From an optimization exercise on the open Yosys and OpenROAD flow, aimed at small area, a short achievable clock period and few clock cycles per item; shortcuts taken in it are not production practice. RTL that was checked went through simulation tests only; none was proved equivalent to the original. No activity file was given, so power comes from the tool's default toggle rates.

==> amber: inputs <==
// pfe_xw
module pfe_xw (
    input  wire         clk,
    input  wire         rst,
    input  wire         cmd_valid,
    output wire         cmd_ready,
    input  wire [1:0]   cmd_mode,      
    input  wire [31:0]  cmd_weight,    
    input  wire [7:0]   cmd_k,         
    input  wire [271:0] cmd_model,     
    input  wire [15:0]  cmd_len,       
    input  wire         s_valid,
    output wire         s_ready,
    input  wire [15:0]  s_value,
    input  wire [3:0]   s_flags,       
    input  wire         s_rok,         
    input  wire [2:0]   s_tap,         
    output reg          m_valid,
    input  wire         m_ready,
    output reg  [15:0]  m_value,
    output reg  [3:0]   m_flags,
    output reg          m_last
);
clock: 26.0 ns
lec_check: 0
cap_margin: 20
core_margin: 2
core_utilization: 65
place_density: 0.72
slew_margin: 20
buffer_ports_args: -buffer_cell sky130_fd_sc_hd__buf_1
standard.sh (not shown) runs the stock make flow with config.mk's settings and CLKGATE_MAP_FILE= SYNTH_SCRIPT=/design/flow/synth_recipe.tcl, a recipe that flattens the netlist after the stock synthesis.
==> flow/flow/run.sh <==
#!/bin/bash
# The standard layout, with every input and output port buffered by a
# sky130_fd_sc_hd__buf_1 instead of the default port buffer cell.
set -euo pipefail
echo 'export BUFFER_PORTS_ARGS = -buffer_cell sky130_fd_sc_hd__buf_1' >> config.mk
bash standard.sh > standard.log 2>&1
==> inputs of zinc, as changes to amber <==
--- a/flow/design.v
+++ b/flow/design.v
@@ -275,18 +275,17 @@
         end
     endfunction
     reg        d1_v, d2_v, d3_v, d4_v;
     reg [26:0] d1_rq, d2_rq, d3_rq, d4_rq;
     reg [10:0] d1_d, d2_d, d3_d, d4_d;
-    reg [12:0] d1_d3, d2_d3, d3_d3;
+    reg [12:0] d1_d3, d2_d3, d3_d3, d4_d3;
     reg [3:0]  d1_f, d2_f, d3_f, d4_f;
     reg        d1_l, d2_l, d3_l, d4_l;
     wire [26:0] dr1 = div_step(m2_n, w2_w, w2_w3);
     wire [26:0] dr2 = div_step(div_step(d1_rq, d1_d, d1_d3), d1_d, d1_d3);
     wire [26:0] dr3 = div_step(div_step(d2_rq, d2_d, d2_d3), d2_d, d2_d3);
     wire [26:0] dr4 = div_step(div_step(d3_rq, d3_d, d3_d3), d3_d, d3_d3);
-    wire [12:0] d4_d3 = {2'b00, d4_d} + {1'b0, d4_d, 1'b0};    
     wire [26:0] dr5 = div_step(d4_rq, d4_d, d4_d3);
     wire [10:0] half_up = {1'b0, d4_d[10:1]} + {10'd0, d4_d[0]};
     wire [15:0] quo = dr5[15:0] + {15'd0, (dr5[26:16] >= half_up)};
     always @(posedge clk) begin
         if (rst) begin
@@ -302,11 +301,11 @@
         end
         if (adv) begin
             d1_rq <= dr1;  d1_d <= w2_w;  d1_d3 <= w2_w3;  d1_f <= w2_f;  d1_l <= w2_l;
             d2_rq <= dr2;  d2_d <= d1_d;  d2_d3 <= d1_d3;  d2_f <= d1_f;  d2_l <= d1_l;
             d3_rq <= dr3;  d3_d <= d2_d;  d3_d3 <= d2_d3;  d3_f <= d2_f;  d3_l <= d2_l;
-            d4_rq <= dr4;  d4_d <= d3_d;  d4_f <= d3_f;  d4_l <= d3_l;
+            d4_rq <= dr4;  d4_d <= d3_d;  d4_d3 <= d3_d3;  d4_f <= d3_f;  d4_l <= d3_l;
         end
     end
     reg [15:0] sk_value;
     reg [3:0]  sk_flags;
     reg        sk_last;
==> flow/flow/run.sh (replaced) <==
#!/bin/bash
# The standard layout, with every input and output port buffered by a
# sky130_fd_sc_hd__buf_2 instead of the default port buffer cell.
set -euo pipefail
echo 'export BUFFER_PORTS_ARGS = -buffer_cell sky130_fd_sc_hd__buf_2' >> config.mk
bash standard.sh > standard.log 2>&1
ABC_AREA = 1   (was default)
BUFFER_PORTS_ARGS = -buffer_cell sky130_fd_sc_hd__buf_2   (was -buffer_cell sky130_fd_sc_hd__buf_1)
==> results.txt <==
Buffers excl. clock: zinc 430; amber 442
Multi-input combinational cell count: zinc 6575; amber 5336
Chip Height: zinc 373.2 um; amber 365.9 um
Count of non-CTS inverters in the layout: zinc 1781; amber 1087
Reg-to-reg endpoint: zinc w2_b[17]; amber d4_rq[24]
Number of buffers created by CTS: zinc 114; amber 112
Total met3 wirelength after detailed routing: zinc 28690 um; amber 21750 um
Combinational cell power: zinc 6.52 mW; amber 5.87 mW
Reg2Reg Depth: zinc 15; amber 22
Worst setup path start: zinc w1_tg; amber d3_d[1]
Slew Limit Headroom: zinc 13.21%; amber 16.80%
Post-route non-filler standard cell count: zinc 11940; amber 9937
Mean instance size in the synthesized netlist: zinc 9.177 um2; amber 11.05 um2
Run status: zinc timing/DRC/antenna clean; amber timing/DRC/antenna clean
TritonRoute pass-1 iters: zinc 6; amber 9
Fraction of final layout cells with drive strength greater than 1: zinc 8.661%; amber 4.996%
Post-synthesis instance total: zinc 9654; amber 7702
Number of enable flip-flop cells after synthesis: zinc 1059; amber 1047
ANT cells: zinc 53; amber 28
Number of different library cells in the post-synthesis netlist: zinc 80; amber 91
Seq area share: zinc 33.97%; amber 34.94%
Dpl cell area: zinc 0.09236 mm2; amber 0.08866 mm2
Clock tree cell share of total cell area: zinc 3.990%; amber 4.154%
Path length in cells of the critical path: zinc 15; amber 22
CP max stage cell: zinc sky130_fd_sc_hd__fa_1; amber sky130_fd_sc_hd__nor3b_1
Switching share of total power: zinc 48.37%; amber 43.37%
Testbench counts of amber, summed over its fixed seeds: cycles 53,124, samples 52,260.
Testbench counts of zinc, summed over its fixed seeds: cycles 53,124, samples 52,260.

* * *

==> tundra <==
pfe_xw, a different RTL version from the one above (not shown whole).
clock: 26.0 ns
lec_check: 0
cap_margin: 20
core_margin: 2
core_utilization: 65
place_density: 0.72
slew_margin: 20
buffer_ports_args: -buffer_cell sky130_fd_sc_hd__buf_1
==> flow/flow/run.sh <==
#!/bin/bash
# The standard layout, with every input and output port buffered by a
# sky130_fd_sc_hd__buf_1 instead of the default port buffer cell.
set -euo pipefail
echo 'export BUFFER_PORTS_ARGS = -buffer_cell sky130_fd_sc_hd__buf_1' >> config.mk
bash standard.sh > standard.log 2>&1
==> harbor: changes against tundra <==
--- a/flow/design.v
+++ b/flow/design.v
@@ -50,24 +50,26 @@
             end
         end
     end
     reg [15:0] ix;
     reg [3:0]  ifl;
     reg        irok;
     reg [2:0]  itap;
     reg        ilast;
+    reg [3:0]  ike;        
     wire i_load = !iv || adv;
     always @(posedge clk) begin
         if (i_load) begin
             ix    <= s_value;
             ifl   <= s_flags;
             irok  <= s_rok;
             itap  <= s_tap;
             ilast <= (remain == 16'd1);
+            ike   <= {1'b0, s_value[15:13]} + {3'd0, s_value[12]};
         end
     end
     reg [15:0] px0, px1, px2, px3, px4, px5, px6;
     reg [2:0]  pt0, pt1, pt2, pt3, pt4, pt5, pt6;      
     reg [6:0]  pok;                                    
     reg [6:0]  ptg;                                    
     reg [3:0]  prl;                                    
     reg [3:0]  pf0, pf1, pf2, pf3;                     
@@ -83,17 +85,17 @@
     assign fl[2] = prl[2] && (!expect_s || ptg[2] != cur_tag);
     assign fl[3] = prl[3] && (!expect_s || ptg[3] != cur_tag);
     wire en0 = adv && (iv || fl[0]);
     wire en1 = adv && (iv || fl[0] || fl[1]);
     wire en2 = adv && (iv || fl[0] || fl[1] || fl[2]);
     wire en3 = adv && (iv || fl[0] || fl[1] || fl[2] || fl[3]);
     wire [3:0]  ki  = ix[15:12];
     wire [2:0]  ko  = ki[3:1];                
-    wire [3:0]  ke  = {1'b0, ki[3:1]} + {3'd0, ki[0]};    
+    wire [3:0]  ke  = ike;                    
     reg  [15:0] m_odd, m_even;
     integer q;
     always @* begin
         m_odd  = 16'd0;
         m_even = 16'd0;
         for (q = 0; q < 8; q = q + 1)
             if (ko == q[2:0]) m_odd = model[32*q + 16 +: 16];
         for (q = 0; q < 9; q = q + 1)
@@ -154,29 +156,45 @@
             d_hi <= {1'b0, px2} + {1'b0, c_lim};
             px4 <= px3;  pt4 <= pt3;  ptg[4] <= ptg[3];
             px5 <= px4;  pt5 <= pt4;  ptg[5] <= ptg[4];
             px6 <= px5;  pt6 <= pt5;  ptg[6] <= ptg[5];
         end
     end
     wire [1:0]  e_md  = ptg[3] ? md1 : md0;
     wire        e_byp = (e_md == 2'd0) || pf3[0] || pf3[2];
+    function ge16;
+        input [15:0] a;
+        input [15:0] b;
+        reg   [15:0] g, l;
+        integer i, w;
+        begin
+            g = a & ~b;
+            l = ~a & b;
+            for (w = 1; w < 16; w = w * 2)
+                for (i = 0; i < 16; i = i + 2 * w) begin
+                    g[i] = g[i + w] | (~l[i + w] & g[i]);
+                    l[i] = l[i + w] | (~g[i + w] & l[i]);
+                end
+            ge16 = ~l[0];
+        end
+    endfunction
     function adm_f;
         input [15:0] xj;
         input [2:0]  tj;
         input        okj;
         input        tgj;
         input [2:0]  tc;
         input        tgc;
         input [16:0] lo;
         input [16:0] hi;
         begin
             adm_f = okj && (tgj == tgc) && (tj == tc)
-                    && (lo[16] || xj >= lo[15:0])
-                    && (hi[16] || xj <= hi[15:0]);
+                    && (lo[16] || ge16(xj, lo[15:0]))
+                    && (hi[16] || ge16(hi[15:0], xj));
         end
     endfunction
     wire a0 = !e_byp && e_md[1] && adm_f(px0, pt0, pok[0], ptg[0], pt3, ptg[3], d_lo, d_hi);
     wire a1 = !e_byp &&            adm_f(px1, pt1, pok[1], ptg[1], pt3, ptg[3], d_lo, d_hi);
     wire a2 = !e_byp &&            adm_f(px2, pt2, pok[2], ptg[2], pt3, ptg[3], d_lo, d_hi);
     wire a4 = !e_byp &&            adm_f(px4, pt4, pok[4], ptg[4], pt3, ptg[3], d_lo, d_hi);
     wire a5 = !e_byp &&            adm_f(px5, pt5, pok[5], ptg[5], pt3, ptg[3], d_lo, d_hi);
     wire a6 = !e_byp && e_md[1] && adm_f(px6, pt6, pok[6], ptg[6], pt3, ptg[3], d_lo, d_hi);
@@ -229,17 +247,17 @@
             w2_v <= 1'b0;
         else if (adv)
             w2_v <= w1_v;
         if (adv) begin
             w2_a <= m_a;  w2_b <= m_b;  w2_w <= m_w;  w2_w3 <= m_w3;
             w2_f <= w1_f;  w2_l <= w1_l;
         end
     end
-    wire [26:0] m2_n = w2_a + w2_b + {17'd0, w2_w[10:1]};
+    wire [26:0] m2_n = w2_a + w2_b;
     function [26:0] div_step;   
         input [26:0] rq;
         input [10:0] d;
         input [12:0] d3;
         reg   [13:0] t1, t2, t3;
         reg   [12:0] rr;
         reg   [10:0] r;
         reg   [15:0] nq;
@@ -262,16 +280,18 @@
     reg [12:0] d1_d3, d2_d3, d3_d3, d4_d3;
     reg [3:0]  d1_f, d2_f, d3_f, d4_f;
     reg        d1_l, d2_l, d3_l, d4_l;
     wire [26:0] dr1 = div_step(m2_n, w2_w, w2_w3);
     wire [26:0] dr2 = div_step(div_step(d1_rq, d1_d, d1_d3), d1_d, d1_d3);
     wire [26:0] dr3 = div_step(div_step(d2_rq, d2_d, d2_d3), d2_d, d2_d3);
     wire [26:0] dr4 = div_step(div_step(d3_rq, d3_d, d3_d3), d3_d, d3_d3);
     wire [26:0] dr5 = div_step(d4_rq, d4_d, d4_d3);
+    wire [10:0] half_up = {1'b0, d4_d[10:1]} + {10'd0, d4_d[0]};
+    wire [15:0] quo = dr5[15:0] + {15'd0, (dr5[26:16] >= half_up)};
     always @(posedge clk) begin
         if (rst) begin
             d1_v <= 1'b0;
             d2_v <= 1'b0;
             d3_v <= 1'b0;
             d4_v <= 1'b0;
         end else if (adv) begin
             d1_v <= w2_v;
@@ -303,22 +323,22 @@
             end else if (push) begin
                 if (m_valid && !pop) s_v <= 1'b1;
                 else                 m_valid <= 1'b1;
             end else if (pop) begin
                 m_valid <= 1'b0;
             end
         end
         if (!m_valid || m_ready) begin
-            m_value <= s_v ? sk_value : dr5[15:0];
+            m_value <= s_v ? sk_value : quo;
             m_flags <= s_v ? sk_flags : d4_f;
             m_last  <= s_v ? sk_last  : d4_l;
         end
         if (!s_v) begin
-            sk_value <= dr5[15:0];
+            sk_value <= quo;
             sk_flags <= d4_f;
             sk_last  <= d4_l;
         end
     end
     wire s_v_n = s_v ? !pop : (push && m_valid && !pop);
     wire iv_n  = s_fire || (iv && !adv);
     wire exp_n = cmd_fire || (expect_s && !(s_fire && remain == 16'd1));
     assign old_busy = (prl[0] && ptg[0] != cur_tag) || (prl[1] && ptg[1] != cur_tag)
==> flow/flow/run.sh (replaced) <==
#!/bin/bash
# The standard layout, with every input and output port buffered by a
# sky130_fd_sc_hd__buf_2 instead of the default port buffer cell.
set -euo pipefail
echo 'export BUFFER_PORTS_ARGS = -buffer_cell sky130_fd_sc_hd__buf_2' >> config.mk
bash standard.sh > standard.log 2>&1
- BUFFER_PORTS_ARGS: -buffer_cell sky130_fd_sc_hd__buf_1 -> -buffer_cell sky130_fd_sc_hd__buf_2
- CAP_MARGIN: 20 -> 80
- SLEW_MARGIN: 20 -> 60
==> results.py <==
metrics = {
    "outcome": {
        "status": "complete, no violations",
    },
    "final_layout": {
        "regArea_um2": 32700,
        "nFillCells": 8915,
        "area_delta_synth_final_pct": 14.2,
    },
    "power_and_ir_drop": {
        "internal_power_mw": 6.13,
        "p_comb_share_pct": 60.2,
    },
    "placed_design": {
        "dp_hpwl_um": 198000,
    },
    "worst_setup_path": {
        "arrival_ns": 7.85,
    },
}
the above is filed under harbor

==> results.py <==
metrics = {
    "outcome": {
        "status": "complete, no violations",
    },
    "final_layout": {
        "area_delta_synth_final_pct": 8.84,
        "regArea_um2": 32600,
        "nFillCells": 9637,
        "layout.area.top_class": "multi-input gates",
    },
    "power_and_ir_drop": {
        "internal_power_mw": 5.73,
        "p_comb_share_pct": 55.8,
    },
    "placed_design": {
        "place_inst": 9565,
        "dp_hpwl_um": 180000,
    },
}
the above is filed under tundra

Testbench counts of harbor, summed over its fixed seeds: cycles 53,124, samples 52,260.
Only the layout flow was run in tundra; the RTL was not checked for function there.

## static timing again, ports no longer ideal
The results above use ideal ports. As a check the final layouts listed here were re-extracted and re-timed, cells and wires unchanged. Step 1 (the two cells are an assumption about what drives the block):
set clk [get_ports {clk}]
set_driving_cell -lib_cell sky130_fd_sc_hd__clkbuf_16 $clk
set_driving_cell -lib_cell sky130_fd_sc_hd__buf_2 [delete_from_list [all_inputs] $clk]
Step 2 moves the port delays by t, midway between the first and last clock arrival at a register: inputs arrive t later, outputs are due t later. That takes back most of the time a late clock gives input paths. Slacks: ideal ports / drivers / drivers and shift; pairs: ideal ports / drivers.
run | shift t [ns] | setup WS [ns] | clock arrival spread, ns
amber | 0.838 | 18.884 / 18.884 / 18.884 | 0.070 / 0.070
zinc | 0.861 | 19.137 / 19.137 / 19.137 | 0.091 / 0.091
tundra | 0.833 | 19.171 / 19.090 / 19.195 | 0.111 / 0.111
harbor | 0.825 | 18.610 / 18.610 / 18.610 | 0.104 / 0.104
After both steps setup and hold are still met in every run listed.
